Context: an optimization exercise on an open-source flow, tuned for small area, a short achievable clock period and few clock cycles. The choices shown serve that exercise and are no tape-out recipe.
RTL that was checked went through simulation tests only; none was proved equivalent to the original.
The RTL of runs 4 and 5 was laid out without a check of its function.

==> design/flow/flow/run.sh <==
#!/bin/bash
set -eu -o pipefail
SETUP_MARGIN=${SETUP_MARGIN:-5.0}
bash standard.sh synth > synth.log 2>&1
bash standard.sh "BUFFER_PORTS_ARGS=-buffer_cell sky130_fd_sc_hd__buf_1" \
  "SETUP_SLACK_MARGIN=$SETUP_MARGIN" "SETUP_MOVE_SEQUENCE=unbuffer,sizeup,swap" finish > layout.log 2>&1
==> design/flow/standard.sh <==
#!/bin/bash
# synth_recipe.tcl (not shown) runs the flow's synth.tcl, then flattens the netlist and writes it again
# the make line also repeats each setting of config.mk as NAME=value (left out here)
make -C /OpenROAD-flow-scripts/flow DESIGN_CONFIG=/design/flow/config.mk WORK_HOME=/design/flow/orfs CLKGATE_MAP_FILE= SYNTH_SCRIPT=/design/flow/synth_recipe.tcl "${@:-finish}"
==> design/flow/config.mk <==
export PLATFORM = sky130hd
export DESIGN_NAME = dsl_cmac
export DESIGN_NICKNAME = dsl_cmac
export VERILOG_FILES = /design/flow/design.v
export SDC_FILE = /design/flow/constraint.sdc
export NUM_CORES = 8
export LEC_CHECK = 0
export CAP_MARGIN = 20
export CORE_MARGIN = 2
export CORE_UTILIZATION = 40
export CTS_BUF_LIST = sky130_fd_sc_hd__clkbuf_8 sky130_fd_sc_hd__clkbuf_16
export CTS_CLUSTER_DIAMETER = 100
export CTS_CLUSTER_SIZE = 20
export PLACE_DENSITY = 0.55
export SETUP_SLACK_MARGIN = 5
export SLEW_MARGIN = 20
export SYNTH_HIERARCHICAL = 1
export SYNTH_MINIMUM_KEEP_SIZE = 0
==> design/flow/constraint.sdc <==
create_clock -name core_clock -period 10.0 [get_ports {clk}]
set_input_delay 2.0000 -clock core_clock [delete_from_list [all_inputs] [get_ports {clk}]]
set_output_delay 2.0000 -clock core_clock [all_outputs]
set_load 0.01 [all_outputs]
==> design/flow/design.v <==
module aes_sbox (input wire [7:0] x, output wire [7:0] y);
    wire M1, M2, M3, M4, M5, M6, M7, M8, M9, M10, M11, M12, M13, M14, M15, M16, M17, M18, M19, M20, M21, M22, M23, T1, T2, T3, T4, T5, T6, T7, T8, T9, T10, T11, T12, T13, T14, T15, T16, T17, T18, T19, T20, T21, T22, T23, T24, T25, T26, T27, X0, X1, X2, X3, X4, X5, X6, X7, X8, X9, X10, X11, X12, X13, X14, X15, X16, X17, X18, X19, X20, X21, X22, X23, X24, X25, X26, X27, X28, X29;
    wire E0, E1, E2, E3;
    wire U0 = x[7], U1 = x[6], U2 = x[5], U3 = x[4], U4 = x[3], U5 = x[2], U6 = x[1], U7 = x[0];
    cm_xor2 g_T1 (.a(U0), .b(U3), .y(T1));
    cm_xor2 g_T2 (.a(U0), .b(U5), .y(T2));
    cm_xor2 g_T3 (.a(U0), .b(U6), .y(T3));
    cm_xor2 g_T4 (.a(U3), .b(U5), .y(T4));
    cm_xor2 g_T5 (.a(U4), .b(U6), .y(T5));
    cm_xor2 g_T6 (.a(T1), .b(T5), .y(T6));
    cm_xor2 g_T7 (.a(U1), .b(U2), .y(T7));
    cm_xor2 g_T8 (.a(U7), .b(T6), .y(T8));
    cm_xor2 g_T9 (.a(U7), .b(T7), .y(T9));
    cm_xor2 g_T10 (.a(T6), .b(T7), .y(T10));
    cm_xor2 g_T11 (.a(U1), .b(U5), .y(T11));
    cm_xor2 g_T12 (.a(U2), .b(U5), .y(T12));
    cm_xor2 g_T13 (.a(T3), .b(T4), .y(T13));
    cm_xor2 g_T14 (.a(T6), .b(T11), .y(T14));
    cm_xor2 g_T15 (.a(T5), .b(T11), .y(T15));
    cm_xor2 g_T16 (.a(T5), .b(T12), .y(T16));
    cm_xor2 g_T17 (.a(T9), .b(T16), .y(T17));
    cm_xor2 g_T18 (.a(U3), .b(U7), .y(T18));
    cm_xor2 g_T19 (.a(T7), .b(T18), .y(T19));
    cm_xor2 g_T20 (.a(T1), .b(T19), .y(T20));
    cm_xor2 g_T21 (.a(U6), .b(U7), .y(T21));
    cm_xor2 g_T22 (.a(T7), .b(T21), .y(T22));
    cm_xor2 g_T23 (.a(T2), .b(T22), .y(T23));
    cm_xor2 g_T24 (.a(T2), .b(T10), .y(T24));
    cm_xor2 g_T25 (.a(T20), .b(T17), .y(T25));
    cm_xor2 g_T26 (.a(T3), .b(T16), .y(T26));
    cm_xor2 g_T27 (.a(T1), .b(T12), .y(T27));
    cm_nand2 g_M1 (.a(T13), .b(T6), .y(M1));
    cm_nand2 g_M2 (.a(T23), .b(T8), .y(M2));
    cm_xnor2 g_M3 (.a(T14), .b(M1), .y(M3));
    cm_nand2 g_M4 (.a(T19), .b(U7), .y(M4));
    cm_xor2 g_M5 (.a(M4), .b(M1), .y(M5));
    cm_nand2 g_M6 (.a(T3), .b(T16), .y(M6));
    cm_nand2 g_M7 (.a(T22), .b(T9), .y(M7));
    cm_xnor2 g_M8 (.a(T26), .b(M6), .y(M8));
    cm_nand2 g_M9 (.a(T20), .b(T17), .y(M9));
    cm_xor2 g_M10 (.a(M9), .b(M6), .y(M10));
    cm_nand2 g_M11 (.a(T1), .b(T15), .y(M11));
    cm_nand2 g_M12 (.a(T4), .b(T27), .y(M12));
    cm_xor2 g_M13 (.a(M12), .b(M11), .y(M13));
    cm_nand2 g_M14 (.a(T2), .b(T10), .y(M14));
    cm_xor2 g_M15 (.a(M14), .b(M11), .y(M15));
    cm_xnor2 g_M16 (.a(M3), .b(M2), .y(M16));
    cm_xor2 g_M17 (.a(M5), .b(T24), .y(M17));
    cm_xnor2 g_M18 (.a(M8), .b(M7), .y(M18));
    cm_xor2 g_M19 (.a(M10), .b(M15), .y(M19));
    cm_xor2 g_M20 (.a(M16), .b(M13), .y(M20));
    cm_xor2 g_M21 (.a(M17), .b(M15), .y(M21));
    cm_xor2 g_M22 (.a(M18), .b(M13), .y(M22));
    cm_xor2 g_M23 (.a(M19), .b(T25), .y(M23));
    cm_xor2 g_X0 (.a(T14), .b(T26), .y(X0));
    cm_xor2 g_X1 (.a(U3), .b(U1), .y(X1));
    cm_xor2 g_X2 (.a(T25), .b(T24), .y(X2));
    cm_xor2 g_X3 (.a(T2), .b(T8), .y(X3));
    cm_xor2 g_X4 (.a(T10), .b(U2), .y(X4));
    cm_xor2 g_X5 (.a(T8), .b(T14), .y(X5));
    cm_xor2 g_X6 (.a(T8), .b(X1), .y(X6));
    cm_xor2 g_X7 (.a(T14), .b(X1), .y(X7));
    cm_xor2 g_X8 (.a(T16), .b(X2), .y(X8));
    cm_xor2 g_X9 (.a(T16), .b(T2), .y(X9));
    cm_xor2 g_X10 (.a(T4), .b(T12), .y(X10));
    cm_xor2 g_X11 (.a(T14), .b(T24), .y(X11));
    cm_xor2 g_X12 (.a(T12), .b(X6), .y(X12));
    cm_xor2 g_X13 (.a(X8), .b(U6), .y(X13));
    cm_xor2 g_X14 (.a(U6), .b(T18), .y(X14));
    cm_xor2 g_X15 (.a(T14), .b(T2), .y(X15));
    cm_xor2 g_X16 (.a(X14), .b(T2), .y(X16));
    cm_xor2 g_X17 (.a(T19), .b(X9), .y(X17));
    cm_xor2 g_X18 (.a(X17), .b(U0), .y(X18));
    cm_xor2 g_X19 (.a(T7), .b(U5), .y(X19));
    cm_xor2 g_X20 (.a(T14), .b(T22), .y(X20));
    cm_xor2 g_X21 (.a(X14), .b(T8), .y(X21));
    cm_xor2 g_X22 (.a(T21), .b(T12), .y(X22));
    cm_xor2 g_X23 (.a(U5), .b(T22), .y(X23));
    cm_xor2 g_X24 (.a(T21), .b(T23), .y(X24));
    cm_xor2 g_X25 (.a(X11), .b(T19), .y(X25));
    cm_xor2 g_X26 (.a(T26), .b(T11), .y(X26));
    cm_xor2 g_X27 (.a(T16), .b(X18), .y(X27));
    cm_xor2 g_X28 (.a(X13), .b(U7), .y(X28));
    cm_xor2 g_X29 (.a(X25), .b(T26), .y(X29));
    aes_gf16_inv u_inv (.d({M20, M21, M22, M23}), .e({E0, E1, E2, E3}));
    wire P0; cm_nand2 g_P0 (.a(E0), .b(X1), .y(P0));
    wire P1; cm_nand2 g_P1 (.a(E1), .b(X12), .y(P1));
    wire P2; cm_nand2 g_P2 (.a(E2), .b(X26), .y(P2));
    wire P3; cm_nand2 g_P3 (.a(E3), .b(X25), .y(P3));
    wire P4; cm_nand2 g_P4 (.a(E0), .b(T24), .y(P4));
    wire P5; cm_nand2 g_P5 (.a(E1), .b(X11), .y(P5));
    wire P6; cm_nand2 g_P6 (.a(E2), .b(X0), .y(P6));
    wire P7; cm_nand2 g_P7 (.a(E3), .b(X2), .y(P7));
    wire P8; cm_nand2 g_P8 (.a(E0), .b(X20), .y(P8));
    wire P9; cm_nand2 g_P9 (.a(E1), .b(X13), .y(P9));
    wire P10; cm_nand2 g_P10 (.a(E2), .b(X5), .y(P10));
    wire P11; cm_nand2 g_P11 (.a(E3), .b(X24), .y(P11));
    wire P12; cm_nand2 g_P12 (.a(E0), .b(X9), .y(P12));
    wire P13; cm_nand2 g_P13 (.a(E1), .b(X18), .y(P13));
    wire P14; cm_nand2 g_P14 (.a(E2), .b(X21), .y(P14));
    wire P15; cm_nand2 g_P15 (.a(E3), .b(X19), .y(P15));
    wire P16; cm_nand2 g_P16 (.a(E0), .b(X6), .y(P16));
    wire P17; cm_nand2 g_P17 (.a(E1), .b(X27), .y(P17));
    wire P18; cm_nand2 g_P18 (.a(E2), .b(X14), .y(P18));
    wire P19; cm_nand2 g_P19 (.a(E3), .b(X8), .y(P19));
    wire P20; cm_nand2 g_P20 (.a(E0), .b(X29), .y(P20));
    wire P21; cm_nand2 g_P21 (.a(E1), .b(X16), .y(P21));
    wire P22; cm_nand2 g_P22 (.a(E2), .b(X4), .y(P22));
    wire P23; cm_nand2 g_P23 (.a(E3), .b(X22), .y(P23));
    wire P24; cm_nand2 g_P24 (.a(E0), .b(X28), .y(P24));
    wire P25; cm_nand2 g_P25 (.a(E1), .b(X4), .y(P25));
    wire P26; cm_nand2 g_P26 (.a(E2), .b(X10), .y(P26));
    wire P27; cm_nand2 g_P27 (.a(E3), .b(X15), .y(P27));
    wire P28; cm_nand2 g_P28 (.a(E0), .b(X23), .y(P28));
    wire P29; cm_nand2 g_P29 (.a(E1), .b(X17), .y(P29));
    wire P30; cm_nand2 g_P30 (.a(E2), .b(X3), .y(P30));
    wire P31; cm_nand2 g_P31 (.a(E3), .b(X7), .y(P31));
    wire Q0_0; cm_xor2 g_Q0_0 (.a(P0), .b(P1), .y(Q0_0));
    wire Q0_1; cm_xor2 g_Q0_1 (.a(P2), .b(P3), .y(Q0_1));
    cm_xor2 g_S0 (.a(Q0_0), .b(Q0_1), .y(y[7]));
    wire Q1_0; cm_xor2 g_Q1_0 (.a(P4), .b(P5), .y(Q1_0));
    wire Q1_1; cm_xor2 g_Q1_1 (.a(P6), .b(P7), .y(Q1_1));
    cm_xnor2 g_S1 (.a(Q1_0), .b(Q1_1), .y(y[6]));
    wire Q2_0; cm_xor2 g_Q2_0 (.a(P8), .b(P9), .y(Q2_0));
    wire Q2_1; cm_xor2 g_Q2_1 (.a(P10), .b(P11), .y(Q2_1));
    cm_xnor2 g_S2 (.a(Q2_0), .b(Q2_1), .y(y[5]));
    wire Q3_0; cm_xor2 g_Q3_0 (.a(P12), .b(P13), .y(Q3_0));
    wire Q3_1; cm_xor2 g_Q3_1 (.a(P14), .b(P15), .y(Q3_1));
    cm_xor2 g_S3 (.a(Q3_0), .b(Q3_1), .y(y[4]));
    wire Q4_0; cm_xor2 g_Q4_0 (.a(P16), .b(P17), .y(Q4_0));
    wire Q4_1; cm_xor2 g_Q4_1 (.a(P18), .b(P19), .y(Q4_1));
    cm_xor2 g_S4 (.a(Q4_0), .b(Q4_1), .y(y[3]));
    wire Q5_0; cm_xor2 g_Q5_0 (.a(P20), .b(P21), .y(Q5_0));
    wire Q5_1; cm_xor2 g_Q5_1 (.a(P22), .b(P23), .y(Q5_1));
    cm_xor2 g_S5 (.a(Q5_0), .b(Q5_1), .y(y[2]));
    wire Q6_0; cm_xor2 g_Q6_0 (.a(P24), .b(P25), .y(Q6_0));
    wire Q6_1; cm_xor2 g_Q6_1 (.a(P26), .b(P27), .y(Q6_1));
    cm_xnor2 g_S6 (.a(Q6_0), .b(Q6_1), .y(y[1]));
    wire Q7_0; cm_xor2 g_Q7_0 (.a(P28), .b(P29), .y(Q7_0));
    wire Q7_1; cm_xor2 g_Q7_1 (.a(P30), .b(P31), .y(Q7_1));
    cm_xnor2 g_S7 (.a(Q7_0), .b(Q7_1), .y(y[0]));
endmodule
module aes_gf16_inv (input wire [3:0] d, output wire [3:0] e);
    wire [3:0] v = d ^ 4'b0000;
    wire M20 = v[3], M21 = v[2], M22 = v[1], M23 = v[0];
    wire M24 = M22 ^ M23;
    wire M25 = M22 & M20;
    wire M26 = M21 ^ M25;
    wire M27 = M20 ^ M21;
    wire M28 = M23 ^ M25;
    wire M29 = M28 & M27;
    wire M30 = M26 & M24;
    wire M31 = M20 & M23;
    wire M32 = M27 & M31;
    wire M33 = M27 ^ M25;
    wire M34 = M21 & M22;
    wire M35 = M24 & M34;
    wire M36 = M24 ^ M25;
    wire M37 = M21 ^ M29;
    wire M38 = M32 ^ M33;
    wire M39 = M23 ^ M30;
    wire M40 = M35 ^ M36;
    assign e = {M37, M38, M39, M40};
endmodule
module cm_xor2 (input wire a, input wire b, output wire y);
    assign y = a ^ b;
endmodule
module cm_xnor2 (input wire a, input wire b, output wire y);
    assign y = ~(a ^ b);
endmodule
module cm_nand2 (input wire a, input wire b, output wire y);
    assign y = ~(a & b);
endmodule
module cm_nor2 (input wire a, input wire b, output wire y);
    assign y = ~(a | b);
endmodule
module cm_mux2i (input wire a, input wire b, input wire s, output wire y);
    assign y = ~(s ? b : a);
endmodule
module aes_round (
    input  wire [127:0] state_in,
    input  wire [127:0] round_key,
    output wire [127:0] shifted,      
    output wire [127:0] mixed_n       
);
    wire [127:0] sub;
    genvar i, j, b;
    generate
        for (i = 0; i < 16; i = i + 1) begin : g_sub
            aes_sbox u_sbox (.x(state_in[127 - 8*i -: 8]), .y(sub[127 - 8*i -: 8]));
        end
        for (i = 0; i < 16; i = i + 1) begin : g_shift
            assign shifted[127 - 8*i -: 8] = sub[127 - 8*(((i / 4 + i % 4) % 4) * 4 + i % 4) -: 8];
        end
        for (i = 0; i < 4; i = i + 1) begin : g_mix
            wire [7:0] a [0:3];
            wire [7:0] p [0:3];
            wire [7:0] x [0:3];
            wire [7:0] q [0:3];
            wire [7:0] k [0:3];
            for (j = 0; j < 4; j = j + 1) begin : g_byte
                assign a[j] = shifted[127 - 32*i - 8*j -: 8];
            end
            for (j = 0; j < 4; j = j + 1) begin : g_col
                for (b = 0; b < 8; b = b + 1) begin : g_bit
                    cm_xor2 u_p (.a(a[j][b]), .b(a[(j + 1) % 4][b]), .y(p[j][b]));
                end
                assign x[j][7] = p[j][6];
                assign x[j][6] = p[j][5];
                assign x[j][5] = p[j][4];
                cm_xor2 u_x4 (.a(p[j][3]), .b(p[j][7]), .y(x[j][4]));
                cm_xor2 u_x3 (.a(p[j][2]), .b(p[j][7]), .y(x[j][3]));
                assign x[j][2] = p[j][1];
                cm_xor2 u_x1 (.a(p[j][0]), .b(p[j][7]), .y(x[j][1]));
                assign x[j][0] = p[j][7];
            end
            for (j = 0; j < 4; j = j + 1) begin : g_out
                for (b = 0; b < 8; b = b + 1) begin : g_bit
                    cm_xor2  u_k (.a(a[(j + 1) % 4][b]), .b(round_key[127 - 32*i - 8*j - (7 - b)]), .y(k[j][b]));
                    cm_xor2  u_q (.a(k[j][b]), .b(p[(j + 2) % 4][b]), .y(q[j][b]));
                    cm_xnor2 u_o (.a(q[j][b]), .b(x[j][b]), .y(mixed_n[127 - 32*i - 8*j - (7 - b)]));
                end
            end
        end
    endgenerate
endmodule
module aes_key_step (
    input  wire [127:0] key_in,
    input  wire [7:0]   rcon,
    output wire [127:0] key_out
);
    wire [31:0] w0 = key_in[127:96];
    wire [31:0] w1 = key_in[95:64];
    wire [31:0] w2 = key_in[63:32];
    wire [31:0] w3 = key_in[31:0];
    wire [31:0] sw;
    aes_sbox u_s0 (.x(w3[23:16]), .y(sw[31:24]));
    aes_sbox u_s1 (.x(w3[15:8]),  .y(sw[23:16]));
    aes_sbox u_s2 (.x(w3[7:0]),   .y(sw[15:8]));
    aes_sbox u_s3 (.x(w3[31:24]), .y(sw[7:0]));
    wire [31:0] w0r = w0 ^ {rcon, 24'd0};
    wire [31:0] c12, c123, n0, n1, n2, n3;
    genvar i;
    generate
        for (i = 0; i < 32; i = i + 1) begin : g_x
            cm_xor2 u_c12  (.a(w1[i]),   .b(w2[i]), .y(c12[i]));
            cm_xor2 u_c123 (.a(c12[i]),  .b(w3[i]), .y(c123[i]));
            cm_xor2 u_n0   (.a(w0r[i]),  .b(sw[i]), .y(n0[i]));
            cm_xor2 u_n1   (.a(n0[i]),   .b(w1[i]), .y(n1[i]));
            cm_xor2 u_n2   (.a(n0[i]),   .b(c12[i]), .y(n2[i]));
            cm_xor2 u_n3   (.a(n0[i]),   .b(c123[i]), .y(n3[i]));
        end
    endgenerate
    assign key_out = {n0, n1, n2, n3};
endmodule
module dsl_cmac (
    input  wire         clk,
    input  wire         rst_n,         
    input  wire         key_load,
    input  wire [127:0] key,
    input  wire         in_valid,
    output wire         in_ready,
    input  wire [31:0]  in_data,
    input  wire         in_last,
    input  wire [1:0]   in_nbytes,     
    output reg          tag_valid,
    output wire [127:0] tag
);
    reg  [127:0] key_r;         
    reg          kz;            
    reg  [127:0] k1;            
    reg  [127:0] aes_st;        
    reg  [127:0] rk;            
    reg  [3:0]   rnd;           
    reg          kmode;         
    reg          waitx;         
    reg          cur_last;      
    reg  [95:0]  buf_w;
    reg  [1:0]   bcnt;          
    reg          bpad;          
    reg          bpad80;        
    reg          bvirt;         
    reg          blast;         
    reg          bkey;          
    reg          c_mix;         
    reg          c_shift;       
    reg          c_hold;        
    reg          c_rk;          
    reg          c_buf;         
    reg          c_ks_key;      
    reg          c_ks_rk;       
    reg          c_kfin;        
    reg          c_kl;          
    reg  [7:0]   rcon;          
    wire bfull3 = (bcnt == 2'd3);
    assign in_ready = bfull3 ? (c_buf && !bvirt) : !bpad;
    assign tag      = aes_st;
    wire take     = in_valid && in_ready;
    wire take_buf = take && !bfull3;
    wire load     = c_buf && (bvirt || in_valid);
    reg [31:0] wport;           
    always @* begin
        wport = in_data;
        if (in_last) begin
            case (in_nbytes)
                2'd0: wport = {in_data[31:24], 8'h80, 16'h0};
                2'd1: wport = {in_data[31:16], 8'h80, 8'h0};
                2'd2: wport = {in_data[31:8],  8'h80};
                default: wport = in_data;
            endcase
        end
    end
    wire [31:0] wpadw = {bpad80, 31'd0};                     
    reg  [31:0] kword;          
    always @* begin
        case (bcnt)
            2'd0: kword = key_r[127:96];
            2'd1: kword = key_r[95:64];
            default: kword = key_r[63:32];
        endcase
        if (kz)
            kword = 32'd0;
    end
    wire [31:0] kword3 = kz ? 32'd0 : key_r[31:0];
    wire [31:0]  w3     = (bvirt ? wpadw : wport) ^ kword3;
    wire         last3  = bvirt ? blast : in_last;
    wire         whole3 = !bvirt && (in_nbytes == 2'd3);   
    wire [127:0] k2     = {k1[126:0], 1'b0} ^ (k1[127] ? 128'h87 : 128'h0);
    wire [127:0] bufop  = {buf_w, w3} ^ (last3 ? (whole3 ? k1 : k2) : 128'h0);
    wire [127:0] shifted, mixed_n;
    aes_round u_rd (.state_in(aes_st), .round_key(rk), .shifted(shifted), .mixed_n(mixed_n));
    wire [127:0] opb = (c_rk ? rk : 128'h0) ^ (load ? bufop : 128'h0);
    wire [127:0] oth = (c_shift ? shifted : 128'h0) | (c_hold ? aes_st : 128'h0);
    wire [127:0] oth_n, st_next;
    genvar gi;
    generate
        for (gi = 0; gi < 128; gi = gi + 1) begin : g_st
            cm_xnor2 u_x (.a(oth[gi]), .b(opb[gi]), .y(oth_n[gi]));
            cm_mux2i u_a (.a(oth_n[gi]), .b(mixed_n[gi]), .s(c_mix), .y(st_next[gi]));
        end
    endgenerate
    wire [127:0] rk_next;
    wire [127:0] ks_in = (c_ks_key ? key_r : 128'h0) | (c_ks_rk ? rk : 128'h0);
    aes_key_step u_ks (.key_in(ks_in), .rcon(rcon), .key_out(rk_next));
    wire [127:0] l_dbl = {aes_st[126:0], 1'b0} ^ (aes_st[127] ? 128'h87 : 128'h0);
    wire fin     = c_shift;     
    wire running = c_rk;        
    wire restart = key_load || !rst_n;    
    reg  [3:0] n_rnd;
    reg        n_kz, n_kmode, n_waitx, n_cur_last;
    reg  [1:0] n_bcnt;
    reg        n_bpad, n_bpad80, n_bvirt, n_blast, n_bkey;
    always @* begin
        n_kz    = key_load ? 1'b0 : kz;
        n_kmode = load ? bkey : (fin ? 1'b0 : kmode);
        n_rnd   = load ? 4'd1 : ((fin || !running) ? 4'd0 : rnd + 4'd1);
        n_cur_last = load ? last3 : cur_last;
        n_waitx = (fin && !cur_last && !kmode && !load) ? 1'b1 : (load ? 1'b0 : waitx);
        n_bcnt   = bcnt;
        n_bpad   = bpad;
        n_bpad80 = bpad80;
        n_bvirt  = bvirt;
        n_blast  = blast;
        n_bkey   = bkey;
        if (load) begin
            n_bcnt  = 2'd0;
            n_bvirt = 1'b0;
            n_blast = 1'b0;
            n_bkey  = 1'b0;
        end else if (take_buf || bpad) begin
            n_bcnt = bcnt + 2'd1;
            if (bcnt == 2'd2)
                n_bpad = 1'b0;
            else if (take_buf && in_last)
                n_bpad = 1'b1;
            n_bpad80 = take_buf && in_last && (in_nbytes == 2'd3);
            if (take_buf && in_last) begin
                n_bvirt = 1'b1;
                n_blast = 1'b1;
            end
        end
        if (restart) begin
            n_rnd = 4'd0;  n_kmode = 1'b0;  n_waitx = 1'b0;  n_cur_last = 1'b0;
            n_bcnt = 2'd0; n_bpad = 1'b1;   n_bpad80 = 1'b0; n_bvirt = 1'b1;
            n_blast = 1'b0; n_bkey = 1'b1;
        end
        if (!rst_n)
            n_kz = 1'b1;
    end
    wire n_fin     = (n_rnd == 4'd10);
    wire n_running = (n_rnd != 4'd0);
    wire n_ready   = (n_bcnt == 2'd3);
    wire n_ld_idle = !n_running && n_ready && !c_kfin;
    wire n_ld_fin  = n_fin && !n_cur_last && !n_kmode && n_ready;
    wire n_load    = n_ld_idle || n_ld_fin;
    reg  [7:0] n_rcon;
    always @* begin
        case (n_load ? 4'd1 : n_rnd + 4'd1)
            4'd1:  n_rcon = 8'h01;
            4'd2:  n_rcon = 8'h02;
            4'd3:  n_rcon = 8'h04;
            4'd4:  n_rcon = 8'h08;
            4'd5:  n_rcon = 8'h10;
            4'd6:  n_rcon = 8'h20;
            4'd7:  n_rcon = 8'h40;
            4'd8:  n_rcon = 8'h80;
            4'd9:  n_rcon = 8'h1b;
            4'd10: n_rcon = 8'h36;
            default: n_rcon = 8'h00;
        endcase
    end
    always @(posedge clk) begin
        if (take_buf || bpad)
            buf_w <= {buf_w[63:0], (bpad ? wpadw : wport) ^ kword};
        aes_st <= st_next;
        rk     <= rk_next;
        if (c_kl)
            k1 <= l_dbl;
    end
    always @(posedge clk) begin
        rnd      <= n_rnd;
        kz       <= n_kz;
        kmode    <= n_kmode;
        waitx    <= n_waitx;
        cur_last <= n_cur_last;
        bcnt     <= n_bcnt;
        bpad     <= n_bpad;
        bpad80   <= n_bpad80;
        bvirt    <= n_bvirt;
        blast    <= n_blast;
        bkey     <= n_bkey;
        c_mix    <= n_running && !n_fin;
        c_shift  <= n_fin;
        c_hold   <= n_waitx && !n_running;
        c_rk     <= n_running;
        c_buf    <= n_load;
        c_ks_key <= n_load && !n_kz;
        c_ks_rk  <= !n_load;
        c_kfin   <= n_fin && n_kmode;
        c_kl     <= c_kfin && !restart;
        rcon     <= n_rcon;
        if (key_load)
            key_r <= key;
        if (!rst_n)
            tag_valid <= 1'b0;
        else
            tag_valid <= fin && cur_last && !kmode;
    end
endmodule
==> results of run 1 <==
==> stage by stage <==
step / hold WS, ps / cells / utilization [%]
2_1_floorplan: 420 / 6576 / -
3_3_place_gp: 420 / 8489 / 41.4
3_5_place_dp: 427 / 8489 / 41.4
4_1_cts: 447 / 8565 / 46.0
5_1_grt: 460 / 8566 / 48.2
6_report: 444 / 8568 / 48.2
==> per-module statistics from Yosys, one instance, submodules excluded, a selection <==
module        cells inside  times used
dsl_cmac              2460           1
aes_key_step             8           1
cm_xnor2                 1         416
cm_mux2i                 1         128
cm_nand2                 1         820
aes_gf16_inv            19          20
cm_xor2                  1        2364
==> metal layers <==
metal	share of wire, %	vias to the layer above	global-route usage, %
li1	-	20732	-
met1	42	22974	39.2
met2	46	1765	45.3
met3	6.4	338	2.99
met4	5.6	2	13.4
met5	0.0071	-	0
==> registers in the layout, indices dropped and copies added (netlist names), 2 cells and up <==
register  flops
aes_st      128
k1          128
key_r       128
rk          128
buf_w        96
rcon          8
rnd           4
bcnt          2
==> how the worst max path moves through the flow <==
stage                         from        end  slack [ps]  cells past startpoint
after floorplan              c_mix  aes_st[0]        5180                      1
after CTS                 c_ks_key     rk[74]        4850                     16
after global routing      c_ks_key     rk[10]        4470                     16
final                     c_ks_key     rk[12]        4680                     16
after global placement    c_ks_key     rk[14]        3510                     15
after detailed placement  c_ks_key     rk[79]        3580                     15
==> Yosys cell counts, drive strengths merged, types with 83 or more instances <==
| master | instances | share of area (%) |
|---|---|---|
| a21oi | 165 | 1.7 |
| a22o | 256 | 3.8 |
| buf | 298 | 3.6 |
| clkbuf | 83 | 0.52 |
| dfxtp | 289 | 9.7 |
| edfxtp | 352 | 18 |
| mux2i | 133 | 2.2 |
| nand2 | 1304 | 8.2 |
| nor2 | 149 | 0.94 |
| nor2b | 98 | 1.0 |
| xnor2 | 738 | 11 |
| xor2 | 2400 | 35 |
==> area by class of cell <==
| class | instances | area (um2) | area share (%) |
|---|---|---|---|
| timing repair buffer | 364 | 1740 | 2.44 |
| clock inverter | 32 | 225 | 0.316 |
| clock buffer | 44 | 1090 | 1.53 |
| multi-input combinational | 5541 | 49100 | 68.9 |
| antenna | 3 | 7.51 | 0.0105 |
| tap | 1930 | 2410 | 3.39 |
| sequential | 641 | 16600 | 23.3 |
| inverter | 13 | 56.3 | 0.0790 |
==> critical path, stage by stage, from the launching register on <==
cell,delay (ps)
dfxtp_4,870
buf_16,380
a22o_4,290
xor2_4,380
xor2_2,360
xor2_1,320
nand2_1,110
xor2_1,280
xor2_2,280
xor2_4,160
and3_1,210
a211o_2,420
nand2_1,120
xor2_1,190
xor2_1,270
xor2_2,300
xor2_1,160
==> kinds of logic after synthesis <==
group / share of synthesized area [%]
AND/OR/NAND/NOR: 11.9
XOR/XNOR: 46.2
multiplexers: 2.23
buffers and inverters: 4.26
flip-flops: 27.5
AO/OA/AOI/OAI: 7.67
adder cells (fa/ha/maj): 0.252
==> timing repair <==
action | in CTS | in global routing
setup endpoints to repair | 256 | 257
pin swaps | 112 | 181
gates resized for setup | 800 | 459
==> layout by cell type (no fill, tap or decap), types with 28 or more instances in the layout <==
cell type	count
xor2_1	1789
nand2_1	1276
xnor2_1	676
xor2_2	372
edfxtp_1	352
buf_1	295
xor2_4	239
a22o_1	225
dfxtp_1	181
nor2_1	148
mux2i_1	132
a21oi_1	115
nor2b_1	85
dfxtp_2	64
buf_4	56
xnor2_2	52
a21oi_2	50
dfxtp_4	44
clkbuf_16	43
nor4b_1	35
a22oi_1	33
inv_1	30
a211o_2	28
==> metrics.md, run 1 <==
| Metric | Value |
|---|---|
| # fillers | 13,643 |
| Reg2Reg Depth | 16 |
| Max FO, Critical Path | 67 |
| Number of vias per cell | 5.35 |
| DPL Wire Length | 176 mm |
| Max Cap Viol | 0 |
| Final setup TNS | 0 ps |
| Worst-margin pin slew | 1140 ps |
| Post-route minimum period | 5320 ps |
| Final Skew | 40.8 ps |
| DR DRC count | 0 |
| Final instance area | 71,300 um2 |
| Syn_nets | 6,755 |
| CTS tree | done |
| Port Buffers | 296 |
| Post-route clock period utilization | 53.2% |
| Status | no timing/DRC/antenna violations |
| Iter 0 DRT Violations | 4,330 |
| Die W | 390 um |
| Synthesized instance count | 6,576 |
| Hold Crit Endpoint | k1[40] |
| Share of cells above drive strength 1 | 17.0% |
| Synth Area per Inst | 9.06 um2 |
| CP Class | reg -> reg |
| Fmax | 188 MHz |
| Clk root buf | clkbuf_16 |
| Vias in the first global route | 43,872 |
| HP Class | reg -> reg |
| CORE AREA | 148,000 um2 |
| H-tree Lvls | 2 |
| Register area share after synthesis | 27.5% |
| HP Start | aes_st[39] |
| Via count | 45,811 |
| Total wire length | 226 mm |
| Post-CTS Hold Buffers | 0 |
| FF-to-FF setup slack | 4680 ps |
| Data required, critical path | 10,550 ps |
| Slew headroom | 23.7% |
| Area grow syn2layout | 19.6% |
| Final net count | 6,782 |
| Antenna-violating nets left | 0 |
| Final Hold Vio Count | 0 |
| FP Rows | 141 |
| Max Root-Sink Buffers | 3 |
| WL per Instance | 26.3 um |
| Synth cell types | 62 |
| Die Area | 152,000 um2 |
| CTS Buf Count | 42 |
| Share of async-settable or async-resettable flops after synthesis | 0% |
| EDFF count, synth | 352 |
| FF+latch count, synth | 641 |
| Yosys synthesis warning count | 8 |
| Clock sinks | 641 |
| Area post-placement | 61,300 um2 |
| Skew-Pair Late Insertion Delay | 650 ps |
| IO Count | 297 |
| FF-to-FF End | rk[12] |
| Initial antenna violation count | 7 |
| Largest net degree at the start of global routing | 138 |
| Setup WS pre-CTS | 3580 ps |
| RSZ-0062 raised after global routing | yes |
| Gpl congestion | 0.995 |
| Worst EP arrival | 5870 ps |
| Count of final setup violators | 0 |
| FF-to-FF Start | c_ks_key |
| Drt first pass iters | 6 |
| Setup crit end kind | flip-flop |
| Slew Viols, Final | 0 |
| Synth Flop Type | edfxtp_1 |
| Startpoint types | flip-flop |
| CTS clk-pin slew, worst paths | 90 ps |
| Die H | 390 um |
| GRT Total Usage | 28.6% |
| Setup bufs post-CTS | 0 |
| Mapped Area | 59,600 um2 |
| Final worst slack | 4680 ps |
| Hold path depth | 0 |
| Initial Util | 40.3% |
| Total gr overflow | 0 |
| First-pass GRT wire length | 318 mm |
Testbench counts, summed over its fixed seeds: cycles 77,494.
==> run 2, diff against run 1 <==
==> design/flow/flow/run.sh (replaced) <==
#!/bin/bash
set -eu -o pipefail
bash standard.sh synth > synth.log 2>&1
bash standard.sh "BUFFER_PORTS_ARGS=-buffer_cell sky130_fd_sc_hd__buf_1" "SETUP_SLACK_MARGIN=5.1" finish > layout.log 2>&1
--- a/design/flow/config.mk
+++ b/design/flow/config.mk
@@ -11,8 +11,9 @@
 export CTS_BUF_LIST = sky130_fd_sc_hd__clkbuf_8 sky130_fd_sc_hd__clkbuf_16
 export CTS_CLUSTER_DIAMETER = 100
 export CTS_CLUSTER_SIZE = 20
-export PLACE_DENSITY = 0.55
+export PLACE_DENSITY = 0.6
 export SETUP_SLACK_MARGIN = 5
 export SLEW_MARGIN = 20
 export SYNTH_HIERARCHICAL = 1
 export SYNTH_MINIMUM_KEEP_SIZE = 0
+export TNS_END_PERCENT = 50
==> metrics.md, run 2 <==
| Metric | Value |
|---|---|
| WL per Instance | 25.8 um |
| Slew headroom | 17.0% |
| Max FO, Critical Path | 9 |
| Synth cell types | 62 |
| IO Count | 297 |
| Die H | 390 um |
| GRT Total Usage | 28.3% |
| Initial antenna violation count | 11 |
| Die Area | 152,000 um2 |
| First-pass GRT wire length | 317 mm |
| HP Class | reg -> reg |
| Setup crit end kind | flip-flop |
| CTS tree | done |
| Hold Crit Endpoint | bkey |
| Yosys top cell area share | 35.3% |
| CTS clk-pin slew, worst paths | 90 ps |
| Port Buffers | 296 |
| Leading post-synthesis cells by cell area | xor2_1, edfxtp_1, xnor2_1 |
| Area grow syn2layout | 19.8% |
| Largest net degree at the start of global routing | 138 |
| CP Class | reg -> reg |
| Synth Flop Type | edfxtp_1 |
| Drt first pass iters | 6 |
| Post-route clock period utilization | 49.2% |
| Status | no timing/DRC/antenna violations |
| Clk root buf | clkbuf_16 |
| Die W | 390 um |
| Reg2Reg Depth | 16 |
| Antenna-violating nets left | 0 |
| FF-to-FF Start | c_ks_key |
| FF-to-FF End | rk[12] |
| Share of cells above drive strength 1 | 17.4% |
| DPL Wire Length | 172 mm |
| WHS | 463 ps |
| Synthesized instance count | 6,576 |
| Most frequent cell after synthesis | xor2_1 |
| Register area share after synthesis | 27.5% |
| Post-route minimum period | 4920 ps |
| Synth Area per Inst | 9.06 um2 |
| FF-to-FF setup slack | 5080 ps |
| DR DRC count | 0 |
| Hold path depth | 2 |
| Yosys synthesis warning count | 8 |
| Final Hold Vio Count | 0 |
| H-tree Lvls | 2 |
| CORE AREA | 148,000 um2 |
| FP Rows | 141 |
| Worst EP arrival | 5460 ps |
| Cell Chain, Critical Path | clkbuf_8 > a22o_2 > xor2_1 > xor2_1 > nand2_1 > xor2_2 > xor2_1 > xor2_2 > buf_4 > nor2b_1 > o22a_1 > nand2_1 > xor2_1 > xor2_2 > xor2_2 > xor2_1 |
| Max Root-Sink Buffers | 3 |
| Cell mode on critical path | xor2_1 |
| Total wire length | 226 mm |
| Final Skew | 41.6 ps |
| Initial Util | 40.3% |
| Vias in the first global route | 45,030 |
| Commonest non-fill, non-tap cell in the layout | xor2_1 |
| Number of vias per cell | 5.43 |
| Skew-Pair Late Insertion Delay | 660 ps |
| Max Cap Viol | 0 |
| Final setup TNS | 0 ps |
| CTS Buf Count | 40 |
| Count of final setup violators | 0 |
| Clock sinks | 641 |
| HP Start | bkey |
| Synth area leader | xor2_1 |
| Gpl congestion | 1.03 |
| Syn_nets | 6,755 |
| FF+latch count, synth | 641 |
| RSZ-0062 raised after global routing | yes |
| Most frequent cells in the layout | xor2_1, nand2_1, xnor2_1, xor2_2, edfxtp_1 |
| Startpoint types | flip-flop |
| Synth top cells by count | xor2_1, nand2_1, xnor2_1 |
| Slew Viols, Final | 0 |
| Worst-margin pin slew | 1240 ps |
| Data required, critical path | 10,540 ps |
| Mapped Area | 59,600 um2 |
| Fmax | 203 MHz |
| Iter 0 DRT Violations | 5,171 |
| Crit-path max cell delay | 610 ps |
| Final net count | 6,997 |
| EDFF count, synth | 352 |
| Total gr overflow | 0 |
| Share of async-settable or async-resettable flops after synthesis | 0% |
| Worst path slowest cell | xor2_1 |
| Via count | 47,654 |
[run 2: layout make-up]
type	instances	area, um2
fillers	13662	76500
multi-input cells	5549	47400
flip-flops and latches	641	16600
repair buffers	573	3620
well taps	1930	2410
clock buffers	43	1060
clock inverters	29	193
inverters	13	56.3
diodes	3	7.51
[run 2: worst max-delay path by stage]
stage / start / end / slack (ps) / cells after the start
floorplan: c_mix / aes_st[0] / 5180 / 1
global placement: c_ks_key / rk[5] / 3880 / 15
detailed placement: c_ks_key / rk[82] / 3700 / 15
CTS: aes_st[25] / aes_st[8] / 4960 / 16
global route: aes_st[0] / aes_st[127] / 4900 / 17
finish: c_ks_key / rk[12] / 5080 / 16
[run 2: modules after synthesis (local to each module, per instance), a selection]
module / flip-flops and latches / times used
dsl_cmac: 641 / 1
cm_xnor2: 0 / 416
cm_xor2: 0 / 2364
aes_gf16_inv: 0 / 20
cm_nand2: 0 / 820
aes_key_step: 0 / 1
[run 2: worst max-delay path, delay by kind of cell, from the launching register on]
| kind | cells | cell delay, ps |
|---|---|---|
| buf+inv | 2 | 430 |
| flops | 1 | 480 |
| xor+xnor | 9 | 2860 |
| simple gates | 3 | 390 |
| compound gates | 2 | 650 |
[run 2: stage by stage]
step | setup slack, ps | std cells | cell area (um2) | utilization, %
after global routing | 4900 | 8780 | 71400 | 48.3
after CTS | 4960 | 8634 | 67100 | 45.4
after global placement | 3880 | 8485 | 61200 | 41.4
after floorplan | 5180 | 6576 | 59600 | -
after detailed placement | 3700 | 8485 | 61200 | 41.4
final | 5080 | 8781 | 71400 | 48.3
[run 2: cell families after synthesis]
| family | share of synthesized area (%) |
|---|---|
| adders and majority gates | 0.252 |
| muxes | 2.23 |
| buffers and inverters | 4.26 |
| and+or+nand+nor | 11.9 |
| DFF | 27.5 |
| xor gates and xnor gates | 46.2 |
| AOI/OAI and AO/OA | 7.67 |
[run 2: repair_timing]
| item | 4_1_cts | 5_1_grt |
|---|---|---|
| gates cloned | 2 | 8 |
| resized for setup | 569 | 435 |
| hold buffers | 0 | 0 |
| endpoints found under the setup margin | 261 | 262 |
| setup buffers | 75 | 136 |
| pin swaps | 33 | 94 |
[run 2: routing by layer]
metal / part of all wire, % / vias to the layer above / global-route usage, % / wire length, um
met5: 0.027 / - / 0 / 61
li1: - / 21202 / - / -
met4: 6.8 / 8 / 16.1 / 15300
met2: 45 / 2262 / 43.8 / 101000
met1: 40 / 23704 / 37.6 / 91100
met3: 8.5 / 478 / 4.53 / 19100
==> run 3, diff against run 2 <==
==> design/flow/flow/run.sh (replaced) <==
#!/bin/bash
set -eu -o pipefail
bash standard.sh synth > synth.log 2>&1
bash standard.sh "BUFFER_PORTS_ARGS=-buffer_cell sky130_fd_sc_hd__buf_1" finish > layout.log 2>&1
==> design/flow/config.mk (replaced) <==
export PLATFORM = sky130hd
export DESIGN_NAME = dsl_cmac
export DESIGN_NICKNAME = dsl_cmac
export VERILOG_FILES = /design/flow/design.v
export SDC_FILE = /design/flow/constraint.sdc
export NUM_CORES = 8
export LEC_CHECK = 0
export CAP_MARGIN = 20
export CORE_MARGIN = 2
export CORE_UTILIZATION = 50
export CTS_BUF_LIST = sky130_fd_sc_hd__clkbuf_8 sky130_fd_sc_hd__clkbuf_16
export CTS_CLUSTER_DIAMETER = 100
export CTS_CLUSTER_SIZE = 20
export PLACE_DENSITY = 0.65
export SETUP_SLACK_MARGIN = 5.0
export SLEW_MARGIN = 20
export SYNTH_HIERARCHICAL = 1
export SYNTH_MINIMUM_KEEP_SIZE = 0
==> metrics.md, run 3 <==
| Metric | Value |
|---|---|
| Die Area | 122,000 um2 |
| Initial antenna violation count | 5 |
| Worst setup startpoint | aes_st[60] |
| Syn_nets | 6,755 |
| Synth top cells by count | xor2_1, nand2_1, xnor2_1 |
| FF-to-FF Start | aes_st[60] |
| Yosys synthesis warning count | 8 |
| First-pass GRT wire length | 307 mm |
| Worst-margin pin slew | 1220 ps |
| Clk root buf | clkbuf_16 |
| Fin cells | 8,316 |
| Startpoint types | flip-flop |
| Synth Area per Inst | 9.06 um2 |
| Fmax | 199 MHz |
| Final Hold Vio Count | 0 |
| H-tree Lvls | 2 |
| Iter 0 DRT Violations | 5,733 |
| Final Skew | 38.6 ps |
| FF-to-FF End | aes_st[36] |
| Synth area leader | xor2_1 |
| Max Root-Sink Buffers | 3 |
| Total gr overflow | 0 |
| Total wire length | 220 mm |
| GRT Total Usage | 34.3% |
| Area grow syn2layout | 17.9% |
| Max FO, Critical Path | 9 |
| CORE AREA | 118,000 um2 |
| Commonest non-fill, non-tap cell in the layout | xor2_1 |
| CTS Buf Count | 41 |
| Critical path destination | aes_st[36] |
| Setup crit end kind | flip-flop |
| Skew-Pair Late Insertion Delay | 660 ps |
| Post-route minimum period | 5010 ps |
| RSZ-0062 raised after global routing | yes |
| WL per Instance | 26.4 um |
| Post-Synth XOR/XNOR Area | 46.2% |
| Largest family of logic cells by synthesized area | XOR/XNOR gates |
| Antenna diode count | 0 |
| Mux contribution to synthesized area | 2.23% |
| Status | no timing/DRC/antenna violations |
| Max Cap Viol | 0 |
| Largest net degree at the start of global routing | 138 |
| Leading post-synthesis cells by cell area | xor2_1, edfxtp_1, xnor2_1 |
| Synthesized instance count | 6,576 |
| HP Start | c_kfin |
| Drt first pass iters | 8 |
| Reg2Reg Depth | 18 |
| Worst EP arrival | 5520 ps |
| Compound-gate portion of the synthesized area | 7.67% |
| HP Class | reg -> reg |
| FF-to-FF setup slack | 4990 ps |
| CTS clk-pin slew, worst paths | 100 ps |
| Vias in the first global route | 44,197 |
| Slew Viols, Final | 0 |
| Hold path depth | 1 |
| Initial Util | 50.4% |
| FP Rows | 126 |
| Adder-Cell Fraction of Synth Area | 0.252% |
| Mapped Area | 59,600 um2 |
| Share of async-settable or async-resettable flops after synthesis | 0% |
| # fillers | 9,971 |
| Count of final setup violators | 0 |
| Clock sinks | 641 |
| Simple-gate share of the synthesized area | 11.9% |
| Final setup TNS | 0 ps |
| Die H | 349 um |
| Post-route clock period utilization | 50.1% |
| Data required, critical path | 10,500 ps |
| FF+latch count, synth | 641 |
| Placed insts | 8,092 |
| CP Class | reg -> reg |
| DR DRC count | 0 |
| Gpl congestion | 1.04 |
| Via count | 47,237 |
| Die W | 349 um |
| CTS tree | done |
| Most frequent cell after synthesis | xor2_1 |
| Most frequent cells in the layout | xor2_1, nand2_1, xnor2_1, xor2_2, edfxtp_1 |
| Antenna-violating nets left | 0 |
| Port Buffers | 296 |
| IO Count | 297 |
| DPL Wire Length | 165 mm |
| Number of vias per cell | 5.68 |
| Final net count | 6,927 |
| Share of cells above drive strength 1 | 16.5% |
| Register area share after synthesis | 27.5% |
| Synth Flop Type | edfxtp_1 |
| Synth cell types | 62 |
| Yosys top cell area share | 35.3% |
| EDFF count, synth | 352 |
| Slew headroom | 18.5% |
[run 3: cell counts after synthesis]
Identical to the previous run, type by type.
[run 3: timing repair]
item | 4_1_cts | 5_1_grt
endpoints found under the setup margin | 256 | 256
pin swaps | 33 | 55
cloned | 0 | 5
gates resized for setup | 579 | 401
buffers inserted | 61 | 83
hold buffers | 0 | 0
[run 3: stage by stage]
step                setup slack [ps]  hold WS, ps  util, %  cell area (um2)
floorplan                       5180          420        -            59600
global placement                3630          432     51.4            60700
detailed placement              3500          432     51.4            60700
CTS                             4990          448     56.4            66600
global route                    4800          470     59.5            70200
finish                          4990          445     59.5            70200
[run 3: per-module statistics from Yosys, one instance, submodules excluded, excerpt]
module	times used	cell area, um2
cm_xor2	2364	8.76
cm_mux2i	128	10.0
aes_gf16_inv	20	149
cm_xnor2	416	8.76
aes_key_step	1	70.1
cm_nand2	820	3.75
dsl_cmac	1	27800
[run 3: metal layers]
metal	track usage, %	part of all wire (%)	vias to the layer above
li1	-	-	21099
met1	45.8	40	23247
met2	51.5	44	2432
met3	6.44	9.4	457
met4	20.6	7.1	2
met5	0	0.0091	-
[run 3: worst max-delay path, cell delays in order (launching register included)]
cell	delay, ps
dfxtp_1	320
buf_4	230
xor2_1	390
xor2_2	350
xor2_1	310
nand2_1	110
xor2_1	210
xor2_1	290
xor2_2	350
nor2b_1	210
o22a_1	390
nand2_1	110
xor2_1	250
xor2_2	150
buf_4	180
xor2_1	410
xor2_1	270
xnor2_1	190
mux2i_1	120
[run 3: how the worst min path moves through the flow]
stage	endpoint	slack (ps)
final	c_kl	450
after global routing	c_kl	470
after CTS	c_kl	450
after detailed placement	c_kl	430
after global placement	c_kl	430
after floorplan	c_kl	420
[run 3: layout make-up]
| cell class | count | area (um2) | area share (%) |
|---|---|---|---|
| multi-input cells | 5545 | 47400 | 67.4 |
| flip-flops and latches | 641 | 16500 | 23.5 |
| repair buffers | 506 | 3110 | 4.42 |
| well taps | 1536 | 1920 | 2.74 |
| clock buffers | 41 | 1030 | 1.46 |
| clock inverters | 34 | 219 | 0.312 |
| inverters | 13 | 56.3 | 0.0802 |
[run 3: logic make-up (layout without fill, tap and decap cells)]
logic type / Yosys count / after routing
compound gates: 578 / 578
fa+ha+maj: 12 / 12
flops: 641 / 641
xor+xnor: 3139 / 3143
mux: 133 / 133
simple gates: 1679 / 1679
buf+inv: 394 / 594
==> run 4, diff against run 3 <==
--- a/design/flow/design.v
+++ b/design/flow/design.v
@@ -268,7 +268,7 @@
 );
     reg  [127:0] key_r;         
     reg          kz;            
-    reg  [127:0] k1;            
+    reg  [127:0] k1n;           
     reg  [127:0] aes_st;        
     reg  [127:0] rk;            
     reg  [3:0]   rnd;           
@@ -290,7 +290,6 @@
     reg          c_ks_key;      
     reg          c_ks_rk;       
     reg          c_kfin;        
-    reg          c_kl;          
     reg  [7:0]   rcon;          
     wire bfull3 = (bcnt == 2'd3);
     assign in_ready = bfull3 ? (c_buf && !bvirt) : !bpad;
@@ -325,6 +324,7 @@
     wire [31:0]  w3     = (bvirt ? wpadw : wport) ^ kword3;
     wire         last3  = bvirt ? blast : in_last;
     wire         whole3 = !bvirt && (in_nbytes == 2'd3);   
+    wire [127:0] k1     = ~k1n;
     wire [127:0] k2     = {k1[126:0], 1'b0} ^ (k1[127] ? 128'h87 : 128'h0);
     wire [127:0] bufop  = {buf_w, w3} ^ (last3 ? (whole3 ? k1 : k2) : 128'h0);
     wire [127:0] shifted, mixed_n;
@@ -342,7 +342,8 @@
     wire [127:0] rk_next;
     wire [127:0] ks_in = (c_ks_key ? key_r : 128'h0) | (c_ks_rk ? rk : 128'h0);
     aes_key_step u_ks (.key_in(ks_in), .rcon(rcon), .key_out(rk_next));
-    wire [127:0] l_dbl = {aes_st[126:0], 1'b0} ^ (aes_st[127] ? 128'h87 : 128'h0);
+    wire [127:0] l_out = ~oth_n;
+    wire [127:0] l_dbl = {l_out[126:0], 1'b0} ^ (l_out[127] ? 128'h87 : 128'h0);
     wire fin     = c_shift;     
     wire running = c_rk;        
     wire restart = key_load || !rst_n;    
@@ -390,7 +391,7 @@
     wire n_fin     = (n_rnd == 4'd10);
     wire n_running = (n_rnd != 4'd0);
     wire n_ready   = (n_bcnt == 2'd3);
-    wire n_ld_idle = !n_running && n_ready && !c_kfin;
+    wire n_ld_idle = !n_running && n_ready;
     wire n_ld_fin  = n_fin && !n_cur_last && !n_kmode && n_ready;
     wire n_load    = n_ld_idle || n_ld_fin;
     reg  [7:0] n_rcon;
@@ -414,8 +415,8 @@
             buf_w <= {buf_w[63:0], (bpad ? wpadw : wport) ^ kword};
         aes_st <= st_next;
         rk     <= rk_next;
-        if (c_kl)
-            k1 <= l_dbl;
+        if (c_kfin)
+            k1n <= ~l_dbl;
     end
     always @(posedge clk) begin
         rnd      <= n_rnd;
@@ -437,7 +438,6 @@
         c_ks_key <= n_load && !n_kz;
         c_ks_rk  <= !n_load;
         c_kfin   <= n_fin && n_kmode;
-        c_kl     <= c_kfin && !restart;
         rcon     <= n_rcon;
         if (key_load)
             key_r <= key;
--- a/design/flow/config.mk
+++ b/design/flow/config.mk
@@ -7,11 +7,11 @@
 export LEC_CHECK = 0
 export CAP_MARGIN = 20
 export CORE_MARGIN = 2
-export CORE_UTILIZATION = 50
+export CORE_UTILIZATION = 40
 export CTS_BUF_LIST = sky130_fd_sc_hd__clkbuf_8 sky130_fd_sc_hd__clkbuf_16
 export CTS_CLUSTER_DIAMETER = 100
 export CTS_CLUSTER_SIZE = 20
-export PLACE_DENSITY = 0.65
+export PLACE_DENSITY = 0.55
 export SETUP_SLACK_MARGIN = 5.0
 export SLEW_MARGIN = 20
 export SYNTH_HIERARCHICAL = 1
==> metrics.md, run 4 <==
| Metric | Value |
|---|---|
| Commonest non-fill, non-tap cell in the layout | xor2_1 |
| Post-route minimum period | 4920 ps |
| Die H | 386 um |
| CP Class | reg -> reg |
| Die W | 386 um |
| Synthesized instance count | 6,456 |
| Largest family of logic cells by synthesized area | XOR/XNOR gates |
| Fmax | 203 MHz |
| Data required, critical path | 10,580 ps |
| Count of final setup violators | 0 |
| Post-route clock period utilization | 49.2% |
| Largest net degree at the start of global routing | 111 |
| Final Util | 49.2% |
| Final net count | 6,966 |
| Worst EP arrival | 5500 ps |
| RSZ-0062 raised after global routing | yes |
| Max FO, Critical Path | 19 |
| Most frequent cell after synthesis | xor2_1 |
| Max Root-Sink Buffers | 3 |
| Drt first pass iters | 6 |
| Final setup TNS | 0 ps |
| Setup crit end kind | flip-flop |
| Crit-path max cell delay | 550 ps |
| FF+latch count, synth | 640 |
| Share of async-settable or async-resettable flops after synthesis | 0% |
| Initial Util | 40.1% |
| FP Rows | 140 |
| H-tree Lvls | 2 |
| Startpoint types | flip-flop |
| Share of cells above drive strength 1 | 16.5% |
| Yosys synthesis warning count | 8 |
| Synth cell types | 52 |
| Post-CTS Hold Buffers | 0 |
| Clk root buf | clkbuf_16 |
| Port Buffers | 296 |
| Synth Flop Type | edfxtp_1 |
| Final Skew | 66.8 ps |
| Area grow syn2layout | 22.6% |
| GRT Total Usage | 29.3% |
| First-pass GRT wire length | 318 mm |
| Status | no timing/DRC/antenna violations |
| Yosys top cell area share | 37.5% |
| FF-to-FF setup slack | 5080 ps |
| Iter 0 DRT Violations | 4,506 |
| Leading post-synthesis cells by cell area | xor2_1, edfxtp_1, dfxtp_1 |
| CORE AREA | 145,000 um2 |
| Mapped Area | 58,300 um2 |
| Slew headroom | 24.6% |
| Adder-Cell Fraction of Synth Area | 0.258% |
| HP Class | reg -> reg |
| IO Count | 297 |
| Simple-gate share of the synthesized area | 13.1% |
| Number of vias per cell | 5.35 |
| CTS tree | done |
| Antenna-violating nets left | 0 |
| DR DRC count | 0 |
| Post-Synth XOR/XNOR Area | 47.2% |
| Cell Chain, Critical Path | a22o_2 > xor2_4 > xor2_4 > xor2_2 > nand2_1 > xor2_2 > xor2_1 > xor2_2 > buf_4 > nor2b_1 > o32a_2 > nand2_1 > xor2_1 > xor2_1 > xor2_2 > xor2_1 |
| Synth Area per Inst | 9.03 um2 |
| Gpl congestion | 0.977 |
| Initial antenna violation count | 8 |
| Synth top cells by count | xor2_1, nand2_1, xnor2_1 |
| Synth area leader | xor2_1 |
| Slew Viols, Final | 0 |
| Via count | 46,762 |
| CP Buf/Inv Count | 1 |
| Total wire length | 225 mm |
| Total gr overflow | 0 |
| Compound-gate portion of the synthesized area | 6.48% |
| Delay-heaviest family, CP | XOR/XNOR gates |
| Worst path slowest cell | dfxtp_4 |
| Most frequent cells in the layout | xor2_1, nand2_1, xnor2_1, xor2_2, edfxtp_1 |
| Vias in the first global route | 44,898 |
| Final Hold Vio Count | 0 |
| Max Cap Viol | 0 |
| Worst-margin pin slew | 1120 ps |
| Register area share after synthesis | 28.0% |
| CTS clk-pin slew, worst paths | 100 ps |
| WL per Instance | 25.8 um |
| Clock sinks | 640 |
| Die Area | 149,000 um2 |
| Mux contribution to synthesized area | 2.32% |
| EDFF count, synth | 352 |
| Syn_nets | 6,635 |
| Skew-Pair Late Insertion Delay | 700 ps |
| CTS Buf Count | 42 |
| DPL Wire Length | 172 mm |
run 4: changes by cell type after synthesis, sizes merged, moves of 7 or more:
| cell | change |
|---|---|
| buf | -142 |
| nand3 | +125 |
| a21oi | -123 |
| xnor2 | -96 |
| xor2 | +95 |
| nand2 | -29 |
| nor2b | +21 |
| clkbuf | +16 |
| inv | +7 |
| nor3b | -7 |
run 4: tightest hold or removal path, stage by stage, from the launching register on:
cell     delay [ps]
dfxtp_1         320
nand2_1          50
nand2_1          40
run 4: area by class of cell:
class	count	area [um2]
Clock inverter	32	267
Fill cell	13410	73800
Antenna cell	2	5.00
Inverter	20	80.1
Clock buffer	44	1090
Multi-Input combinational cell	5550	47600
Tap cell	1917	2400
Timing Repair Buffer	533	3470
Sequential cell	640	16500
run 4: final timing paths:
check / startpoint / end / cells after the start
worst max-delay path: c_ks_key / rk[15] / 16
worst min-delay path: bkey / bkey / 2
worst max register to register: c_ks_key / rk[15] / 16
worst min register to register: bkey / bkey / 2
run 4: what timing repair did:
action,in CTS,in global routing
gates resized for setup,646,400
pin swaps,35,70
endpoints found under the setup margin,379,285
setup buffers,71,119
endpoints found under the hold margin,0,0
gates cloned,0,9
run 4: modules after synthesis (local to each module, per instance), a selection:
module	cell area, um2	copies in the design	flip-flops and latches	cells inside
dsl_cmac	26500	1	640	2340
aes_gf16_inv	149	20	0	19
aes_key_step	70.1	1	0	8
cm_mux2i	10.0	128	0	1
cm_xnor2	8.76	416	0	1
cm_xor2	8.76	2364	0	1
cm_nand2	3.75	820	0	1
run 4: metal layers:
layer,global-route usage [%],part of all wire [%],vias to the layer above
li1,-,-,21130
met1,39.8,43,23403
met2,45.0,44,1847
met3,4.31,7.0,380
met4,15.2,6.1,2
met5,0,0.0058,-
run 4: logic make-up after synthesis:
family,Yosys count
buffers and inverters,275
AO/OA/AOI/OAI,460
AND/OR/NAND/NOR,1796
adder cells (fa/ha/maj),12
multiplexers,135
XOR/XNOR,3138
flip-flops,640
run 4: through the flow:
step / std cells / setup slack (ps) / hold WS [ps] / area (um2)
CTS: 8608 / 4960 / 455 / 67500
floorplan: 6456 / 5140 / 422 / 58300
finish: 8738 / 5080 / 454 / 71500
global placement: 8461 / 3620 / 431 / 60800
global route: 8736 / 4930 / 475 / 71500
detailed placement: 8461 / 3540 / 441 / 60800
==> run 5, diff against run 4 <==
--- a/design/flow/design.v
+++ b/design/flow/design.v
@@ -226,6 +226,7 @@
 endmodule
 module aes_key_step (
     input  wire [127:0] key_in,
+    input  wire [31:0]  w3_sbox,      
     input  wire [7:0]   rcon,
     output wire [127:0] key_out
 );
@@ -234,10 +235,10 @@
     wire [31:0] w2 = key_in[63:32];
     wire [31:0] w3 = key_in[31:0];
     wire [31:0] sw;
-    aes_sbox u_s0 (.x(w3[23:16]), .y(sw[31:24]));
-    aes_sbox u_s1 (.x(w3[15:8]),  .y(sw[23:16]));
-    aes_sbox u_s2 (.x(w3[7:0]),   .y(sw[15:8]));
-    aes_sbox u_s3 (.x(w3[31:24]), .y(sw[7:0]));
+    aes_sbox u_s0 (.x(w3_sbox[23:16]), .y(sw[31:24]));
+    aes_sbox u_s1 (.x(w3_sbox[15:8]),  .y(sw[23:16]));
+    aes_sbox u_s2 (.x(w3_sbox[7:0]),   .y(sw[15:8]));
+    aes_sbox u_s3 (.x(w3_sbox[31:24]), .y(sw[7:0]));
     wire [31:0] w0r = w0 ^ {rcon, 24'd0};
     wire [31:0] c12, c123, n0, n1, n2, n3;
     genvar i;
@@ -290,6 +291,7 @@
     reg          c_ks_key;      
     reg          c_ks_rk;       
     reg          c_kfin;        
+    reg  [31:0]  ks_w3;         
     reg  [7:0]   rcon;          
     wire bfull3 = (bcnt == 2'd3);
     assign in_ready = bfull3 ? (c_buf && !bvirt) : !bpad;
@@ -341,7 +343,7 @@
     endgenerate
     wire [127:0] rk_next;
     wire [127:0] ks_in = (c_ks_key ? key_r : 128'h0) | (c_ks_rk ? rk : 128'h0);
-    aes_key_step u_ks (.key_in(ks_in), .rcon(rcon), .key_out(rk_next));
+    aes_key_step u_ks (.key_in(ks_in), .w3_sbox(ks_w3), .rcon(rcon), .key_out(rk_next));
     wire [127:0] l_out = ~oth_n;
     wire [127:0] l_dbl = {l_out[126:0], 1'b0} ^ (l_out[127] ? 128'h87 : 128'h0);
     wire fin     = c_shift;     
@@ -437,6 +439,7 @@
         c_buf    <= n_load;
         c_ks_key <= n_load && !n_kz;
         c_ks_rk  <= !n_load;
+        ks_w3    <= ((n_load && !n_kz) ? key_r[31:0] : 32'h0) | (!n_load ? rk_next[31:0] : 32'h0);
         c_kfin   <= n_fin && n_kmode;
         rcon     <= n_rcon;
         if (key_load)
==> metrics.md, run 5 <==
| Metric | Value |
|---|---|
| CTS Buf Count | 45 |
| RSZ-0062 raised after global routing | yes |
| FF-to-FF Start | aes_st[75] |
| CORE AREA | 148,000 um2 |
| Crit-path max cell delay | 530 ps |
| Total gr overflow | 0 |
| Clock sinks | 672 |
| CTS tree | done |
| Die H | 389 um |
| Die Area | 152,000 um2 |
| Max Cap Viol | 0 |
| Initial antenna violation count | 4 |
| Data required, critical path | 10,520 ps |
| WL met1 | 96.6 mm |
| Number of vias per cell | 5.38 |
| Yosys top cell area share | 36.8% |
| # fillers | 13,807 |
| Worst setup startpoint | aes_st[75] |
| Final Hold Vio Count | 0 |
| Yosys synthesis warning count | 8 |
| EDFF count, synth | 352 |
| Leading post-synthesis cells by cell area | xor2_1, edfxtp_1, dfxtp_1 |
| DR DRC count | 0 |
| Syn_nets | 6,774 |
| Reg2Reg Depth | 17 |
| Worst-margin pin slew | 1160 ps |
| Final Skew | 42.6 ps |
| First-pass GRT wire length | 325 mm |
| Fin cells | 8,876 |
| Die W | 389 um |
| CP Class | reg -> reg |
| Skew-Pair Late Insertion Delay | 690 ps |
| Synth Flop Type | edfxtp_1 |
| Most frequent cell after synthesis | xor2_1 |
| Total wire length | 231 mm |
| Footprint of the multi-input gates | 47,000 um2 |
| Mapped Area | 59,400 um2 |
| Vias in the first global route | 45,579 |
| Status | no timing/DRC/antenna violations |
| FF+latch count, synth | 672 |
| Synth cell types | 51 |
| Register area share after synthesis | 28.6% |
| WL per Instance | 26.0 um |
| Synth Area per Inst | 9.01 um2 |
| FF-to-FF setup slack | 5070 ps |
| Max FO, Critical Path | 9 |
| Critical path destination | aes_st[7] |
| Most frequent cells in the layout | xor2_1, nand2_1, xnor2_1, edfxtp_1, xor2_2 |
| Register area | 17,200 um2 |
| Top sig layer | met5 |
| Share of async-settable or async-resettable flops after synthesis | 0% |
| Hold path depth | 2 |
| Startpoint types | flip-flop |
| Initial Util | 40.2% |
| Post-CTS Hold Buffers | 0 |
| Final instance area | 71,400 um2 |
| Synthesized instance count | 6,595 |
| Final worst slack | 5070 ps |
| Worst path slowest cell | dfxtp_2 |
| Setup crit end kind | flip-flop |
| Largest net degree at the start of global routing | 138 |
| Via count | 47,778 |
| Clk root buf | clkbuf_16 |
| WL met3 | 19.3 mm |
| Iter 0 DRT Violations | 4,978 |
| Port Buffers | 296 |
| Worst EP arrival | 5450 ps |
| HP Class | reg -> reg |
| GRT Total Usage | 29.2% |
| Share of cells above drive strength 1 | 14.7% |
| Final Util | 48.3% |
| Drt first pass iters | 6 |
| Final net count | 7,089 |
| FP Rows | 141 |
| Count of final setup violators | 0 |
| Cell Chain, Critical Path | xor2_4 > xor2_4 > xor2_2 > nand2_1 > xor2_2 > xor2_1 > xor2_2 > nor4b_1 > a211o_2 > nand2_1 > xor2_2 > xor2_4 > buf_12 > xor2_4 > xor2_1 > xnor2_1 > mux2i_1 |
| Antenna-violating nets left | 0 |
| Synth area leader | xor2_1 |
| FF-to-FF End | aes_st[7] |
| Post-route minimum period | 4930 ps |
| Post-route clock period utilization | 49.3% |
| Placed insts | 8,617 |
| Synth top cells by count | xor2_1, nand2_1, xnor2_1 |
| Slew headroom | 22.6% |
| Slew Viols, Final | 0 |
| H-tree Lvls | 2 |
| Commonest non-fill, non-tap cell in the layout | xor2_1 |
| Gpl congestion | 0.999 |
| CTS clk-pin slew, worst paths | 100 ps |
| Fmax | 203 MHz |
| Metal2 WL | 103 mm |
| HP Start | bkey |
| IO Count | 297 |
| DPL Wire Length | 178 mm |
| Area post-placement | 62,000 um2 |
| Max Root-Sink Buffers | 3 |
| Final setup TNS | 0 ps |
| Setup WS pre-CTS | 3580 ps |
| Area grow syn2layout | 20.2% |
-- run 5: changes by cell type after synthesis, sizes merged, moves of 2 or more --
cell	before	now
nor2	151	149
nand2	1275	1339
clkbuf	99	118
buf	156	148
dfxtp	288	320
nand3	127	158
-- run 5: logic make-up after synthesis --
| kind of cell | after synthesis | synth area share, % |
|---|---|---|
| AOI/OAI and AO/OA | 461 | 6.37 |
| xor gates and xnor gates | 3138 | 46.3 |
| adders and majority gates | 12 | 0.253 |
| buffers and inverters | 286 | 2.66 |
| DFF | 672 | 28.6 |
| muxes | 135 | 2.28 |
| and+or+nand+nor | 1891 | 13.6 |
-- run 5: layout make-up --
class,count,area share (%)
sequential,672,24.1
inverter,20,0.114
antenna,1,0.00351
clock inverter,36,0.419
multi-input combinational,5640,65.9
tap,1930,3.38
clock buffer,46,1.60
timing repair buffer,531,4.49
-- run 5: worst min path at each step --
stage / to / slack (ps)
detailed placement: bkey / 440
global placement: bkey / 430
global route: bkey / 480
floorplan: bkey / 420
finish: bkey / 450
CTS: bkey / 450
-- run 5: timing repair --
| action | CTS | global route |
|---|---|---|
| setup endpoints to repair | 383 | 271 |
| gates cloned | 0 | 3 |
| buffers inserted | 69 | 104 |
| resized for setup | 519 | 383 |
| pin swaps | 35 | 61 |
-- run 5: worst max-delay path, delay by kind of cell, from the launching register on --
| family | cells | cell delay, ps |
|---|---|---|
| compound gates | 1 | 420 |
| xor+xnor | 11 | 3120 |
| buf+inv | 1 | 160 |
| flops | 1 | 530 |
| mux | 1 | 150 |
| simple gates | 3 | 370 |
-- run 5: through the flow --
step / hold WS [ps]
after CTS: 453
after global routing: 485
final: 451
after detailed placement: 440
after global placement: 433
after floorplan: 422
-- run 5: Yosys stat by module, one instance, submodules excluded, excerpt --
| module | cell area, um2 | cells | flops+latches | times used |
|---|---|---|---|---|
| aes_key_step | 70.1 | 8 | 0 | 1 |
| cm_xnor2 | 8.76 | 1 | 0 | 416 |
| aes_gf16_inv | 149 | 19 | 0 | 20 |
| dsl_cmac | 27600 | 2479 | 672 | 1 |
| cm_nand2 | 3.75 | 1 | 0 | 820 |
| cm_mux2i | 10.0 | 1 | 0 | 128 |
| cm_xor2 | 8.76 | 1 | 0 | 2364 |
-- run 5: layer usage --
| layer | up-vias | track usage, % |
|---|---|---|
| met2 | 2003 | 45.2 |
| met5 | - | 0 |
| met1 | 23816 | 39.9 |
| met4 | 2 | 12.8 |
| met3 | 373 | 5.17 |
| li1 | 21584 | - |

-- separate check: timing with driven ports --
The flow's constraints put no driver on any port. The routed layouts listed below were extracted and timed again, unchanged, in two steps.
Step 1 assumes that a clkbuf_16 drives the clock port and a buf_2 every other input.
Step 2, shift: input delay + t, output delay - t, t = (earliest + latest rising clock arrival at the registers) / 2. This alone moves slack from input paths to output paths.
a / b / c = ideal / step 1 / step 2; a / b = the first two.
run | t (ns) | slack for setup (ns) | clock arrival spread, ns
run 1 | 0.710 | 4.684 / 4.683 / 4.485 | 0.042 / 0.042
run 2 | 0.714 | 5.085 / 5.085 / 4.542 | 0.042 / 0.042
run 3 | 0.710 | 4.987 / 4.987 / 4.634 | 0.040 / 0.039
run 4 | 0.744 | 5.077 / 5.077 / 4.523 | 0.071 / 0.071
run 5 | 0.748 | 5.072 / 5.072 / 4.465 | 0.043 / 0.043
After both steps setup and hold are still met in every run listed. The setup slack of run 5, which loses most, moves by 0.000 ns with the drivers and by -0.607 ns with both steps.
